This design comes from an exercise in tuning for small area and a short achievable clock period on the open sky130 flow, not from production work.
Function was checked by simulation only, so behaviour that the tests miss may differ from the original.
No activity file was given, so power comes from the tool's default toggle rates.

// janus_cmp
module janus_cmp (
    input  wire        clk,
    input  wire        rst,
    input  wire        in_valid,
    input  wire        in_first,
    input  wire        in_last,
    input  wire [3:0]  in_axis,
    input  wire [29:0] in_coded,
    input  wire [23:0] in_plain_a,
    input  wire        in_par_a,
    input  wire [23:0] in_plain_b,
    input  wire        in_par_b,
    input  wire [5:0]  in_flags_plain,
    input  wire [5:0]  in_flags_coded,
    input  wire        cap_first,
    input  wire        clr_cnt,
    input  wire        clr_cap,
    output wire        v_valid,
    output wire [3:0]  v_axis,
    output wire        v_match,
    output wire [1:0]  v_rails,
    output wire [1:0]  v_cause,
    output wire [5:0]  v_word,
    output wire        v_plain_ok,
    output wire        v_coded_ok,
    output wire [23:0] v_plain,
    output wire [29:0] v_coded,
    input  wire [3:0]  rd_addr,
    output reg  [31:0] rd_data
);
    localparam [1:0] C_VALUE = 2'd0, C_REMAINDER = 2'd1, C_FLAG = 2'd2, C_PARITY = 2'd3;
    wire [29:0] q;
    wire        rem_zero;
    wire        pok_a, pok_b, vok_a, vok_b;
    janus_decode dec (.coded(in_coded), .q(q), .rem_zero(rem_zero));
    janus_rail rail_a (.q(q), .plain(in_plain_a), .par(in_par_a), .parity_ok(pok_a), .value_ok(vok_a));
    janus_rail rail_b (.q(q), .plain(in_plain_b), .par(in_par_b), .parity_ok(pok_b), .value_ok(vok_b));
    wire       fail_a  = ~pok_a | ~vok_a;
    wire       fail_b  = ~pok_b | ~vok_b;
    wire [1:0] cause_a = ~pok_a ? C_PARITY : ~rem_zero ? C_REMAINDER : C_VALUE;
    wire [1:0] cause_b = ~pok_b ? C_PARITY : ~rem_zero ? C_REMAINDER : C_VALUE;
    reg        s_afound, s_bfound, s_pbad, s_cbad;
    reg [5:0]  s_idx;
    reg [3:0]  s_axis;
    reg [1:0]  r_cause;       
  ...
clock: 33.0 ns
lec_check: 0
cap_margin: 20
core_margin: 2
core_utilization: 45
cts_cluster_diameter: 90
cts_cluster_size: 24
slew_margin: 20
standard.sh (not shown) runs the stock make flow with config.mk's settings and CLKGATE_MAP_FILE= SYNTH_SCRIPT=/design/flow/synth_recipe.tcl, a recipe that flattens the netlist after the stock synthesis.
==> flow/flow/run.sh <==
#!/bin/bash
# Own layout flow:
#  1. the standard synthesis (standard.sh synth), unchanged;
#  2. the combinational logic between the standard synthesis's flip-flops is
#     mapped again by abc: the cone of rd_data (input to output, the path with
#     the least time) for delay, the rest for area. Flip-flops, their names and
#     cell types, and the full-adder cells, are kept as they are;
#  3. the standard layout of that netlist, with small port buffers and a
#     setup margin so that repair_timing sizes the paths that set the period.
# Each tool writes its full log to a file of its own here.
set -euo pipefail
R=orfs/results/${FLOW_PLATFORM}/janus_cmp/base
LIB=$FLOW_HOME/platforms/${FLOW_PLATFORM}/lib/sky130_fd_sc_hd__tt_025C_1v80.lib

bash standard.sh synth > synth.log 2>&1

cp $R/1_2_yosys.v std_synth.v
SEQ=$(grep -o "sky130_fd_sc_hd__[a-z0-9_]*" std_synth.v | sort -u | grep -E "__(df|edf|sdf|sedf|dl|sdl)" | tr '\n' ' ')
RULE=$(for s in $SEQ; do printf ":-%s" $s; done)
# full adders of the standard synthesis are kept as they are too
FA=$(grep -o "sky130_fd_sc_hd__fa_[0-9]*" std_synth.v | sort -u | tr '\n' ' ')
DU="-dont_use sky130_fd_sc_hd__probe_p_8 -dont_use sky130_fd_sc_hd__probec_p_8 -dont_use sky130_fd_sc_hd__lpflow_*"
cat > remap.ys <<EOT
read_liberty -ignore_miss_func $LIB
read_verilog std_synth.v
hierarchy -top $FLOW_TOP
blackbox $SEQ $FA
flatten
opt -purge
select -set rd o:rd_data %ci*$RULE
abc -liberty $LIB $DU -dont_use sky130_fd_sc_hd__a222oi_1 -dont_use sky130_fd_sc_hd__a2111oi_0 -D 400 @rd
select -clear
abc -liberty $LIB $DU -script flow/area.abc
opt_clean -purge
splitnets
opt_clean -purge
hilomap -singleton -hicell sky130_fd_sc_hd__conb_1 HI -locell sky130_fd_sc_hd__conb_1 LO
tee -o remap_stat.txt stat -liberty $LIB
write_verilog -noattr -noexpr -nohex -nodec remapped.v
EOT
yosys -s remap.ys > remap.log 2>&1
cp remapped.v $R/1_2_yosys.v
rm -f $R/1_synth.odb $R/1_synth.sdc

bash standard.sh BUFFER_PORTS_ARGS="-buffer_cell sky130_fd_sc_hd__buf_1" SETUP_SLACK_MARGIN=17.6 finish > layout.log 2>&1
==> flow/flow/area.abc <==
strash
ifraig
scorr
dc2
strash
dch -f
amap -F 2 -A 8
strash
dch -f
amap -F 2 -A 8
topo
The baseline passed the timing, DRC and antenna checks.
Then changed:
==> flow/run.sh (new file) <==
#!/bin/bash
# synth_recipe.tcl (not shown) runs the flow's synth.tcl, then flattens the netlist and writes it again
# the make line also repeats each setting of config.mk as NAME=value (left out here)
make -C /OpenROAD-flow-scripts/flow DESIGN_CONFIG=/design/flow/config.mk WORK_HOME=/design/flow/orfs CLKGATE_MAP_FILE= SYNTH_SCRIPT=/design/flow/synth_recipe.tcl finish
--- a/flow/config.mk
+++ b/flow/config.mk
@@ -8,6 +8,4 @@
 export CAP_MARGIN = 20
 export CORE_MARGIN = 2
-export CORE_UTILIZATION = 45
-export CTS_CLUSTER_DIAMETER = 90
-export CTS_CLUSTER_SIZE = 24
+export CORE_UTILIZATION = 40
 export SLEW_MARGIN = 20
removed: flow/flow/run.sh
removed: flow/flow/area.abc
removed: flow/standard.sh
Total power grows by a quarter to a third.
Maximum frequency shrinks by a few percent.
Worst hold slack stays flat.
Then changed:
==> flow/flow/run.sh (new file) <==
#!/bin/bash
# Own layout flow:
#  1. the standard synthesis (standard.sh synth), unchanged;
#  2. the combinational logic between the standard synthesis's flip-flops is
#     mapped again by abc: the cone of rd_data (input to output, the path with
#     the least time) for delay, the rest for area. Flip-flops, their names and
#     cell types, and the full-adder cells, are kept as they are;
#  3. the standard layout of that netlist, with small port buffers and a
#     setup margin so that repair_timing sizes the paths that set the period.
# Each tool writes its full log to a file of its own here.
set -euo pipefail
R=orfs/results/${FLOW_PLATFORM}/janus_cmp/base
LIB=$FLOW_HOME/platforms/${FLOW_PLATFORM}/lib/sky130_fd_sc_hd__tt_025C_1v80.lib

bash standard.sh synth > synth.log 2>&1

cp $R/1_2_yosys.v std_synth.v
SEQ=$(grep -o "sky130_fd_sc_hd__[a-z0-9_]*" std_synth.v | sort -u | grep -E "__(df|edf|sdf|sedf|dl|sdl)" | tr '\n' ' ')
RULE=$(for s in $SEQ; do printf ":-%s" $s; done)
# full adders of the standard synthesis are kept as they are too
FA=$(grep -o "sky130_fd_sc_hd__fa_[0-9]*" std_synth.v | sort -u | tr '\n' ' ')
DU="-dont_use sky130_fd_sc_hd__probe_p_8 -dont_use sky130_fd_sc_hd__probec_p_8 -dont_use sky130_fd_sc_hd__lpflow_*"
cat > remap.ys <<EOT
read_liberty -ignore_miss_func $LIB
read_verilog std_synth.v
hierarchy -top $FLOW_TOP
blackbox $SEQ $FA
flatten
opt -purge
select -set rd o:rd_data %ci*$RULE
abc -liberty $LIB $DU -dont_use sky130_fd_sc_hd__a222oi_1 -dont_use sky130_fd_sc_hd__a2111oi_0 -D 400 @rd
select -clear
abc -liberty $LIB $DU -script flow/area.abc
opt_clean -purge
splitnets
opt_clean -purge
hilomap -singleton -hicell sky130_fd_sc_hd__conb_1 HI -locell sky130_fd_sc_hd__conb_1 LO
tee -o remap_stat.txt stat -liberty $LIB
write_verilog -noattr -noexpr -nohex -nodec remapped.v
EOT
yosys -s remap.ys > remap.log 2>&1
cp remapped.v $R/1_2_yosys.v
rm -f $R/1_synth.odb $R/1_synth.sdc

bash standard.sh BUFFER_PORTS_ARGS="-buffer_cell sky130_fd_sc_hd__buf_1" SETUP_SLACK_MARGIN=18.0 finish > layout.log 2>&1
==> flow/flow/area.abc (new file) <==
strash
ifraig
scorr
dc2
strash
dch -f
amap -F 2 -A 8
strash
dch -f
amap -F 2 -A 8
topo
==> flow/standard.sh (new file) <==
#!/bin/bash
# synth_recipe.tcl (not shown) runs the flow's synth.tcl, then flattens the netlist and writes it again
# the make line also repeats each setting of config.mk as NAME=value (left out here)
make -C /OpenROAD-flow-scripts/flow DESIGN_CONFIG=/design/flow/config.mk WORK_HOME=/design/flow/orfs CLKGATE_MAP_FILE= SYNTH_SCRIPT=/design/flow/synth_recipe.tcl "${@:-finish}"
--- a/flow/config.mk
+++ b/flow/config.mk
@@ -8,4 +8,6 @@
 export CAP_MARGIN = 20
 export CORE_MARGIN = 2
-export CORE_UTILIZATION = 40
+export CORE_UTILIZATION = 50
+export CTS_CLUSTER_DIAMETER = 90
+export CTS_CLUSTER_SIZE = 24
 export SLEW_MARGIN = 20
removed: flow/run.sh
Outcome:
- routed wire length is higher by about 2.3%
- worst setup slack gets better by 1.4 ns
- global-route usage rises by 13 points
- core utilization rises by 9.8 points
- via count grows by 4.2%
- total power goes down by about 26%
- die area fell by about 27%
Then changed:
--- a/flow/flow/run.sh
+++ b/flow/flow/run.sh
@@ -29,5 +29,5 @@
 opt -purge
 select -set rd o:rd_data %ci*$RULE
-abc -liberty $LIB $DU -dont_use sky130_fd_sc_hd__a222oi_1 -dont_use sky130_fd_sc_hd__a2111oi_0 -D 400 @rd
+abc -liberty $LIB $DU -D 800 @rd
 select -clear
 abc -liberty $LIB $DU -script flow/area.abc
@@ -43,3 +43,3 @@
 rm -f $R/1_synth.odb $R/1_synth.sdc
 
-bash standard.sh BUFFER_PORTS_ARGS="-buffer_cell sky130_fd_sc_hd__buf_1" SETUP_SLACK_MARGIN=18.0 finish > layout.log 2>&1
+bash standard.sh BUFFER_PORTS_ARGS="-buffer_cell sky130_fd_sc_hd__buf_2" SETUP_SLACK_MARGIN=18.5 finish > layout.log 2>&1
--- a/flow/config.mk
+++ b/flow/config.mk
@@ -8,6 +8,6 @@
 export CAP_MARGIN = 20
 export CORE_MARGIN = 2
-export CORE_UTILIZATION = 50
-export CTS_CLUSTER_DIAMETER = 90
-export CTS_CLUSTER_SIZE = 24
+export CORE_UTILIZATION = 45
+export CTS_CLUSTER_DIAMETER = 80
+export CTS_CLUSTER_SIZE = 20
 export SLEW_MARGIN = 20
Effect:
- synthesized cell count drops by 0.95%
- design area climbs by 6.8%
- routed wire length grows by 7.5%
- maximum frequency is higher by 0.90%
- power rises by 6.1%
- count of clock-buffer cells in the layout went up by 10
- global-route usage fell by 1.4 points
- worst setup slack gains 0.13 ns
- via count is higher by 1.2%
- flip-flop and latch count stays the same
- die area rises by 10%
Then changed:
--- a/flow/flow/run.sh
+++ b/flow/flow/run.sh
@@ -5,5 +5,5 @@
 #     mapped again by abc: the cone of rd_data (input to output, the path with
 #     the least time) for delay, the rest for area. Flip-flops, their names and
-#     cell types, and the full-adder cells, are kept as they are;
+#     cell types are kept as they are;
 #  3. the standard layout of that netlist, with small port buffers and a
 #     setup margin so that repair_timing sizes the paths that set the period.
@@ -18,6 +18,4 @@
 SEQ=$(grep -o "sky130_fd_sc_hd__[a-z0-9_]*" std_synth.v | sort -u | grep -E "__(df|edf|sdf|sedf|dl|sdl)" | tr '\n' ' ')
 RULE=$(for s in $SEQ; do printf ":-%s" $s; done)
-# full adders of the standard synthesis are kept as they are too
-FA=$(grep -o "sky130_fd_sc_hd__fa_[0-9]*" std_synth.v | sort -u | tr '\n' ' ')
 DU="-dont_use sky130_fd_sc_hd__probe_p_8 -dont_use sky130_fd_sc_hd__probec_p_8 -dont_use sky130_fd_sc_hd__lpflow_*"
 cat > remap.ys <<EOT
@@ -25,9 +23,9 @@
 read_verilog std_synth.v
 hierarchy -top $FLOW_TOP
-blackbox $SEQ $FA
+blackbox $SEQ
 flatten
 opt -purge
 select -set rd o:rd_data %ci*$RULE
-abc -liberty $LIB $DU -D 800 @rd
+abc -liberty $LIB $DU -dont_use sky130_fd_sc_hd__a222oi_1 -dont_use sky130_fd_sc_hd__a2111oi_0 -D 400 @rd
 select -clear
 abc -liberty $LIB $DU -script flow/area.abc
@@ -43,3 +41,3 @@
 rm -f $R/1_synth.odb $R/1_synth.sdc
 
-bash standard.sh BUFFER_PORTS_ARGS="-buffer_cell sky130_fd_sc_hd__buf_2" SETUP_SLACK_MARGIN=18.5 finish > layout.log 2>&1
+bash standard.sh BUFFER_PORTS_ARGS="-buffer_cell sky130_fd_sc_hd__buf_1" SETUP_SLACK_MARGIN=18.0 finish > layout.log 2>&1
--- a/flow/config.mk
+++ b/flow/config.mk
@@ -9,5 +9,5 @@
 export CORE_MARGIN = 2
 export CORE_UTILIZATION = 45
-export CTS_CLUSTER_DIAMETER = 80
-export CTS_CLUSTER_SIZE = 20
+export CTS_CLUSTER_DIAMETER = 90
+export CTS_CLUSTER_SIZE = 24
 export SLEW_MARGIN = 20
The new run finished with timing, DRC and antenna clean. Clock-buffer cell count is lower by 5. Final cell count goes up by 7.7%. Worst setup slack is worse by 0.080 ns. Fmax fell by 0.54%. Routed wire length drops by 5.2%. Clock skew goes down by 0.0067 ns. Flip-flop and latch count does not change. Design area came out lower by 6.0%. Global-route usage drops by 2.6 points.

re-timing with driven ports:
In the flow no input, the clock included, has a driving cell. The finished layouts below were timed again as built, in two steps. Step 1 sets driving cells, clkbuf_16 on the clock port and buf_2 on the other inputs (assumed; they add their load-dependent delay and slew). Step 2 moves the port delays by t, midway between the first and last clock arrival at a register: inputs arrive t later, outputs are due t later. That takes back most of the time a late clock gives input paths. Slacks: no drivers / after step 1 / after step 2; pairs: no drivers / after step 1.
run | shift t [ns] | setup WS [ns] | clock arrival spread, ns | worst register clock-pin slew, ns | worst data-port slew with drivers (ns)
the first run | 0.683 | 17.597 / 17.492 / 17.410 | 0.059 / 0.059 | 0.11 / 0.11 | 0.10
the second run | 0.712 | 16.575 / 16.552 / 16.552 | 0.048 / 0.048 | 0.07 / 0.07 | 0.10
the third run | 0.678 | 17.997 / 17.955 / 17.836 | 0.062 / 0.062 | 0.11 / 0.11 | 0.08
the fourth run | 0.662 | 18.130 / 17.961 / 17.961 | 0.051 / 0.051 | 0.09 / 0.09 | 0.18
the fifth run | 0.693 | 18.049 / 18.018 / 17.946 | 0.047 / 0.047 | 0.11 / 0.11 | 0.06
After both steps every run listed still meets setup and hold. The setup slack of the first run, which loses most, moves by -0.105 ns with the drivers and by -0.187 ns with both steps.
